This design comes from an exercise in tuning for small area on the open sky130 flow, not from production work.
The RTL was checked by simulation tests, not by an equivalence proof against the original design.
Power and IR drop assume default switching activity.

==> 07-12: inputs <==
==> flow/design.v <==
module elk_rd (
    input  wire [9:0] code,
    input  wire       rd,
    output wire       rd6,
    output wire       rd_out
);
    reg [1:0] c6;    
    reg [1:0] c4;
    always @(*) begin
        case (code[9:4])
            6'b000111: c6 = 2'b10;
            6'b111000: c6 = 2'b01;
            6'b000000, 6'b000001, 6'b000010, 6'b000100, 6'b001000, 6'b010000, 6'b100000,
            6'b000011, 6'b000101, 6'b000110, 6'b001001, 6'b001010, 6'b001100,
            6'b010001, 6'b010010, 6'b010100, 6'b011000, 6'b100001, 6'b100010,
            6'b100100, 6'b101000, 6'b110000: c6 = 2'b01;
            6'b001011, 6'b001101, 6'b001110, 6'b010011, 6'b010101, 6'b010110,
            6'b011001, 6'b011010, 6'b011100, 6'b100011, 6'b100101, 6'b100110,
            6'b101001, 6'b101010, 6'b101100, 6'b110001, 6'b110010, 6'b110100: c6 = 2'b00;
            default: c6 = 2'b10;
        endcase
        case (code[3:0])
            4'b0011: c4 = 2'b10;
            4'b1100: c4 = 2'b01;
            4'b0000, 4'b0001, 4'b0010, 4'b0100, 4'b1000: c4 = 2'b01;
            4'b0101, 4'b0110, 4'b1001, 4'b1010: c4 = 2'b00;
            default: c4 = 2'b10;
        endcase
    end
    assign rd6    = c6[1] | (rd & ~c6[0]);
    assign rd_out = c4[1] | (rd6 & ~c4[0]);
endmodule
module elk_enc (
    input  wire [7:0] d,
    input  wire       rd,
    output wire [9:0] code,
    output wire       rd_out
);
    reg [5:0] s6;
    reg       u6;      
    reg       f6;      
    reg [3:0] s4;
    reg       u4, f4;
    wire      rd6 = rd ^ f6;
    wire      a7  = rd6 ? (d[4:0] == 5'd11 || d[4:0] == 5'd13 || d[4:0] == 5'd14)
                        : (d[4:0] == 5'd17 || d[4:0] == 5'd18 || d[4:0] == 5'd20);
    always @(*) begin
        case (d[4:0])
            5'd0:  s6 = 6'b100111;
            5'd1:  s6 = 6'b011101;
            5'd2:  s6 = 6'b101101;
            5'd3:  s6 = 6'b110001;
            5'd4:  s6 = 6'b110101;
            5'd5:  s6 = 6'b101001;
            5'd6:  s6 = 6'b011001;
            5'd7:  s6 = 6'b111000;
            5'd8:  s6 = 6'b111001;
            5'd9:  s6 = 6'b100101;
            5'd10: s6 = 6'b010101;
            5'd11: s6 = 6'b110100;
            5'd12: s6 = 6'b001101;
            5'd13: s6 = 6'b101100;
            5'd14: s6 = 6'b011100;
            5'd15: s6 = 6'b010111;
            5'd16: s6 = 6'b011011;
            5'd17: s6 = 6'b100011;
            5'd18: s6 = 6'b010011;
            5'd19: s6 = 6'b110010;
            5'd20: s6 = 6'b001011;
            5'd21: s6 = 6'b101010;
            5'd22: s6 = 6'b011010;
            5'd23: s6 = 6'b111010;
            5'd24: s6 = 6'b110011;
            5'd25: s6 = 6'b100110;
            5'd26: s6 = 6'b010110;
            5'd27: s6 = 6'b110110;
            5'd28: s6 = 6'b001110;
            5'd29: s6 = 6'b101110;
            5'd30: s6 = 6'b011110;
            default: s6 = 6'b101011;
        endcase
        case (d[4:0])
            5'd0, 5'd1, 5'd2, 5'd4, 5'd8, 5'd15, 5'd16, 5'd23, 5'd24,
            5'd27, 5'd29, 5'd30, 5'd31: f6 = 1'b1;
            default: f6 = 1'b0;
        endcase
        u6 = f6 | (d[4:0] == 5'd7);
        case (d[7:5])
            3'd0: s4 = 4'b1011;
            3'd1: s4 = 4'b1001;
            3'd2: s4 = 4'b0101;
            3'd3: s4 = 4'b1100;
            3'd4: s4 = 4'b1101;
            3'd5: s4 = 4'b1010;
            3'd6: s4 = 4'b0110;
            default: s4 = a7 ? 4'b0111 : 4'b1110;
        endcase
        f4 = (d[7:5] == 3'd0) | (d[7:5] == 3'd4) | (d[7:5] == 3'd7);
        u4 = f4 | (d[7:5] == 3'd3);
    end
    assign code   = {s6 ^ {6{rd & u6}}, s4 ^ {4{rd6 & u4}}};
    assign rd_out = rd6 ^ f4;
endmodule
module elk_dec (
    input  wire [9:0] code,
    input  wire       rd,
    output reg  [7:0] d,
    output wire       is_data,
    output wire       is_s,       
    output wire       is_t,       
    output wire       is_e,       
    output wire       is_ctl,     
    output wire       rd_out
);
    wire [5:0] c6 = code[9:4];
    wire [3:0] c4 = code[3:0];
    wire       e  = code[5];
    wire       i  = code[4];
    wire       rd6;
    elk_rd u_rd (.code(code), .rd(rd), .rd6(rd6), .rd_out(rd_out));
    reg v6;
    always @(*) begin
        case (c6)
            6'b110001, 6'b101001, 6'b011001, 6'b100101, 6'b010101, 6'b110100,
            6'b001101, 6'b101100, 6'b011100, 6'b100011, 6'b010011, 6'b110010,
            6'b001011, 6'b101010, 6'b011010, 6'b100110, 6'b010110, 6'b001110: v6 = 1'b1;
            6'b111000: v6 = ~rd;
            6'b000111: v6 = rd;
            6'b100111, 6'b011101, 6'b101101, 6'b110101, 6'b111001, 6'b010111,
            6'b011011, 6'b111010, 6'b110011, 6'b110110, 6'b101110, 6'b011110,
            6'b101011: v6 = ~rd;
            6'b011000, 6'b100010, 6'b010010, 6'b001010, 6'b000110, 6'b101000,
            6'b100100, 6'b000101, 6'b001100, 6'b001001, 6'b010001, 6'b100001,
            6'b010100: v6 = rd;
            default: v6 = 1'b0;
        endcase
    end
    reg v4;
    always @(*) begin
        case (c4)
            4'b1001, 4'b0101, 4'b1010, 4'b0110: v4 = 1'b1;
            4'b1100: v4 = ~rd6;
            4'b0011: v4 = rd6;
            4'b1011, 4'b1101: v4 = ~rd6;
            4'b1110: v4 = ~rd6 & ~(e & i);
            4'b0111: v4 = ~rd6 &  (e & i);
            4'b0100, 4'b0010: v4 = rd6;
            4'b0001: v4 = rd6 &  (e | i);
            4'b1000: v4 = rd6 & ~(e | i);
            default: v4 = 1'b0;
        endcase
    end
    assign is_data = v6 & v4;
    assign is_s = code == (rd ? 10'b0010010111 : 10'b1101101000);
    assign is_t = code == (rd ? 10'b0100010111 : 10'b1011101000);
    assign is_e = code == (rd ? 10'b1100000110 : 10'b0011111001);
    wire   is_i = code == (rd ? 10'b1100000101 : 10'b0011111010);
    assign is_ctl = is_s | is_t | is_e | is_i;
    always @(*) begin
        case (c6)
            6'b100111, 6'b011000: d[4:0] = 5'd0;
            6'b011101, 6'b100010: d[4:0] = 5'd1;
            6'b101101, 6'b010010: d[4:0] = 5'd2;
            6'b110001:            d[4:0] = 5'd3;
            6'b110101, 6'b001010: d[4:0] = 5'd4;
            6'b101001:            d[4:0] = 5'd5;
            6'b011001:            d[4:0] = 5'd6;
            6'b111000, 6'b000111: d[4:0] = 5'd7;
            6'b111001, 6'b000110: d[4:0] = 5'd8;
            6'b100101:            d[4:0] = 5'd9;
            6'b010101:            d[4:0] = 5'd10;
            6'b110100:            d[4:0] = 5'd11;
            6'b001101:            d[4:0] = 5'd12;
            6'b101100:            d[4:0] = 5'd13;
            6'b011100:            d[4:0] = 5'd14;
            6'b010111, 6'b101000: d[4:0] = 5'd15;
            6'b011011, 6'b100100: d[4:0] = 5'd16;
            6'b100011:            d[4:0] = 5'd17;
            6'b010011:            d[4:0] = 5'd18;
            6'b110010:            d[4:0] = 5'd19;
            6'b001011:            d[4:0] = 5'd20;
            6'b101010:            d[4:0] = 5'd21;
            6'b011010:            d[4:0] = 5'd22;
            6'b111010, 6'b000101: d[4:0] = 5'd23;
            6'b110011, 6'b001100: d[4:0] = 5'd24;
            6'b100110:            d[4:0] = 5'd25;
            6'b010110:            d[4:0] = 5'd26;
            6'b110110, 6'b001001: d[4:0] = 5'd27;
            6'b001110:            d[4:0] = 5'd28;
            6'b101110, 6'b010001: d[4:0] = 5'd29;
            6'b011110, 6'b100001: d[4:0] = 5'd30;
            6'b101011, 6'b010100: d[4:0] = 5'd31;
            default:              d[4:0] = {c6[1], c6[2], c6[3], c6[4], c6[5]};
        endcase
        case (c4)
            4'b1011, 4'b0100: d[7:5] = 3'd0;
            4'b1001:          d[7:5] = 3'd1;
            4'b0101:          d[7:5] = 3'd2;
            4'b1100, 4'b0011: d[7:5] = 3'd3;
            4'b1101, 4'b0010: d[7:5] = 3'd4;
            4'b1010:          d[7:5] = 3'd5;
            4'b0110:          d[7:5] = 3'd6;
            4'b1110, 4'b0001, 4'b0111, 4'b1000: d[7:5] = 3'd7;
            default:          d[7:5] = 3'd7;
        endcase
    end
endmodule
module elk_crc32 (
    input  wire [31:8] crc,
    input  wire [7:0]  t,
    output reg  [31:0] crc_next
);
    integer i;
    reg [31:0] f;
    always @(*) begin
        f = {24'd0, t};
        for (i = 0; i < 8; i = i + 1)
            f = {1'b0, f[31:1]} ^ (f[0] ? 32'hEDB88320 : 32'd0);
        crc_next = {8'd0, crc[31:8]} ^ f;
    end
endmodule
module elkob_pcs (
    input  wire       clk,
    input  wire       rst,
    input  wire       tx_valid,
    input  wire [7:0] tx_data,
    input  wire       tx_last,
    output wire       tx_ready,
    output reg  [9:0] tx_code,
    input  wire [9:0] rx_code,
    output reg        rx_valid,
    output reg  [7:0] rx_data,
    output reg        rx_end,
    output reg        rx_crc_ok,
    output reg        rx_code_err,
    output reg        rx_echo
);
    localparam [3:0] T_BOUND = 4'd0,    
                     T_IDLED = 4'd1,    
                     T_DATA  = 4'd2,    
                     T_END   = 4'd4,    
                     T_IDLEK = 4'd5,    
                     T_CRC0  = 4'd8,    
                     T_CRC3  = 4'd11;
    reg  [3:0]  t_state;
    reg  [31:0] t_crc;       
    reg         t_rd;
    wire        t_data = (t_state == T_DATA);
    wire        t_crcs = t_state[3];
    assign tx_ready = t_data;
    wire [7:0]  t_byte = t_data ? tx_data : ~t_crc[7:0];
    wire [9:0]  t_dcode;
    wire        t_drd;
    elk_enc u_tx_enc (.d(t_byte), .rd(t_rd), .code(t_dcode), .rd_out(t_drd));
    reg  [3:0]  t_next;
    reg  [9:0]  t_code;
    reg         t_rd_next;
    always @(*) begin
        t_code    = t_dcode;
        t_rd_next = t_drd;
        t_next    = T_IDLED;
        case (t_state)
            T_BOUND: begin
                if (tx_valid) begin
                    t_code    = t_rd ? 10'b0010010111 : 10'b1101101000;    
                    t_rd_next = t_rd;
                    t_next    = T_DATA;
                end else begin
                    t_code    = t_rd ? 10'b1100000101 : 10'b0011111010;    
                    t_rd_next = ~t_rd;
                end
            end
            T_IDLED: begin
                t_code    = t_rd ? 10'b1001000101 : 10'b0110110101;        
                t_rd_next = ~t_rd;
                t_next    = T_BOUND;
            end
            T_DATA:  t_next = tx_last ? T_CRC0 : T_DATA;
            T_END: begin
                t_code    = t_rd ? 10'b0100010111 : 10'b1011101000;        
                t_rd_next = t_rd;
                t_next    = T_IDLEK;
            end
            T_IDLEK: begin
                t_code    = t_rd ? 10'b1100000101 : 10'b0011111010;        
                t_rd_next = ~t_rd;
            end
            default: t_next = (t_state == T_CRC3) ? T_END : t_state + 4'd1;
        endcase
    end
    wire [31:0] t_crc_next;
    elk_crc32 u_tx_crc (.crc(t_crc[31:8]), .t(t_data ? t_crc[7:0] ^ tx_data : 8'd0),
                        .crc_next(t_crc_next));
    always @(posedge clk) begin
        t_crc <= (t_state == T_BOUND) ? 32'hFFFF_FFFF : t_crc_next;
        if (rst) begin
            t_state <= T_BOUND;
            t_rd    <= 1'b0;
            tx_code <= 10'd0;
        end else begin
            t_state <= t_next;
            t_rd    <= t_rd_next;
            tx_code <= t_code;
        end
    end
    reg         r_rd;
    reg         r_in_frame;
    reg  [31:0] r_crc;
    wire [7:0]  r_d;
    wire        r_is_data, r_is_s, r_is_t, r_is_e, r_is_ctl, r_rd_next;
    elk_dec u_rx_dec (.code(rx_code), .rd(r_rd), .d(r_d), .is_data(r_is_data),
                      .is_s(r_is_s), .is_t(r_is_t), .is_e(r_is_e), .is_ctl(r_is_ctl),
                      .rd_out(r_rd_next));
    wire [31:0] r_crc_next;
    elk_crc32 u_rx_crc (.crc(r_crc[31:8]), .t(r_crc[7:0] ^ r_d), .crc_next(r_crc_next));
    always @(posedge clk) begin
        r_crc   <= r_is_s ? 32'hFFFF_FFFF : r_crc_next;
        rx_data <= r_d;
        if (rst) begin
            r_rd        <= 1'b0;
            r_in_frame  <= 1'b0;
            rx_valid    <= 1'b0;
            rx_end      <= 1'b0;
            rx_crc_ok   <= 1'b0;
            rx_code_err <= 1'b0;
            rx_echo     <= 1'b0;
        end else begin
            r_rd        <= r_rd_next;
            r_in_frame  <= r_is_s | (r_in_frame & r_is_data);
            rx_valid    <= r_in_frame & r_is_data;
            rx_end      <= r_in_frame & ~r_is_data;
            rx_crc_ok   <= r_is_t & (r_crc == 32'hDEBB20E3);
            rx_code_err <= ~(r_is_data | r_is_ctl);
            rx_echo     <= r_is_e;
        end
    end
endmodule
==> flow/run.sh <==
#!/bin/bash
# synth_recipe.tcl (not shown) runs the flow's synth.tcl, then flattens the netlist and writes it again
# the make line also repeats each setting of config.mk as NAME=value (left out here)
make -C /OpenROAD-flow-scripts/flow DESIGN_CONFIG=/design/flow/config.mk WORK_HOME=/design/flow/orfs CLKGATE_MAP_FILE= SYNTH_SCRIPT=/design/flow/synth_recipe.tcl finish
==> flow/config.mk <==
export PLATFORM = sky130hd
export DESIGN_NAME = elkob_pcs
export DESIGN_NICKNAME = elkob_pcs
export VERILOG_FILES = /design/flow/design.v
export SDC_FILE = /design/flow/constraint.sdc
export NUM_CORES = 4
export LEC_CHECK = 0
export CAP_MARGIN = 20
export CORE_MARGIN = 2
export CORE_UTILIZATION = 40
export SLEW_MARGIN = 20
==> flow/constraint.sdc <==
create_clock -name core_clock -period 11.0 [get_ports {clk}]
set_input_delay 2.2000 -clock core_clock [delete_from_list [all_inputs] [get_ports {clk}]]
set_output_delay 2.2000 -clock core_clock [all_outputs]
set_load 0.01 [all_outputs]
==> inputs of 11-08, as changes to 07-12 <==
- CORE_UTILIZATION: 40 -> 70
==> notes <==
- Critical path depth is the same in 11-08 and 07-12.
- Of 11-08 and 07-12, 07-12 has the higher cell count (gap about 11%, measured against 07-12).
- Between 11-08 and 07-12, the lower clock power is in 11-08 (gap 34%, measured against 07-12).
- Die area: 07-12 is larger than 11-08 (about 70%).
- Clock skew: 07-12 is lower than 11-08 (0.0014 ns).
- Against 07-12, the first-iteration DRC count of 11-08 is lower by about 20%.
- Synthesized area is the same in 11-08 and 07-12.
- Register-to-register slack is about the same in 07-12 and 11-08.
==> figures <==
quantity	11-08	07-12
Result of the run	timing/DRC/antenna clean	timing/DRC/antenna clean
End of the worst register-to-register path	tx_code[3]$_SDFF_PP0_	tx_code[1]$_SDFF_PP0_
Clock latency on the worst-skew pair	0.37 ns	0.35 ns
Setup WS post-layout	5.48 ns	5.58 ns
Register-to-Register Path Depth	15	14
Switching power total	1180 µW	1140 µW
Critical Path Sink	r_crc[23]$_SDFF_PP1_	r_crc[20]$_SDFF_PP1_
GRT met1 Usage	0.410	0.245
Final worst hold slack	0.467 ns	0.465 ns
Power in sequential cells	604 µW	599 µW
Routability-driven placement congestion ratio	0.958	0.853
Inserted tap cell count	111	220
Starting Density	0.720	0.404
Final core utilization	0.784	0.456
CP required	11.21 ns	11.30 ns
Total placed cells including tap cells	907	1018
Final total power	2640 µW	2690 µW
Share of layout cells above drive strength 1	0.0592	0.0627

## separate check: timing with driven ports
How much do the figures lean on ideal ports? The routed layouts below were timed once more, with nothing changed but the port constraints.
Step 1 assumes that a clkbuf_16 drives the clock port and a buf_2 every other input.
Step 2, shift: input delay + t, output delay - t, t = (earliest + latest rising clock arrival at the registers) / 2. This alone moves slack from input paths to output paths.
Three values: ideal, step 1, step 2; two values: the first two.
run | t (ns) | slack for setup (ns) | worst setup path after step 2
07-12 | 0.392 | 5.580 / 5.601 / 5.210 | input to register
11-08 | 0.400 | 5.485 / 5.496 / 5.096 | input to register
After both steps setup and hold are still met in every run listed. The setup slack of 11-08, which loses most, moves by +0.011 ns with the drivers and by -0.389 ns with both steps.
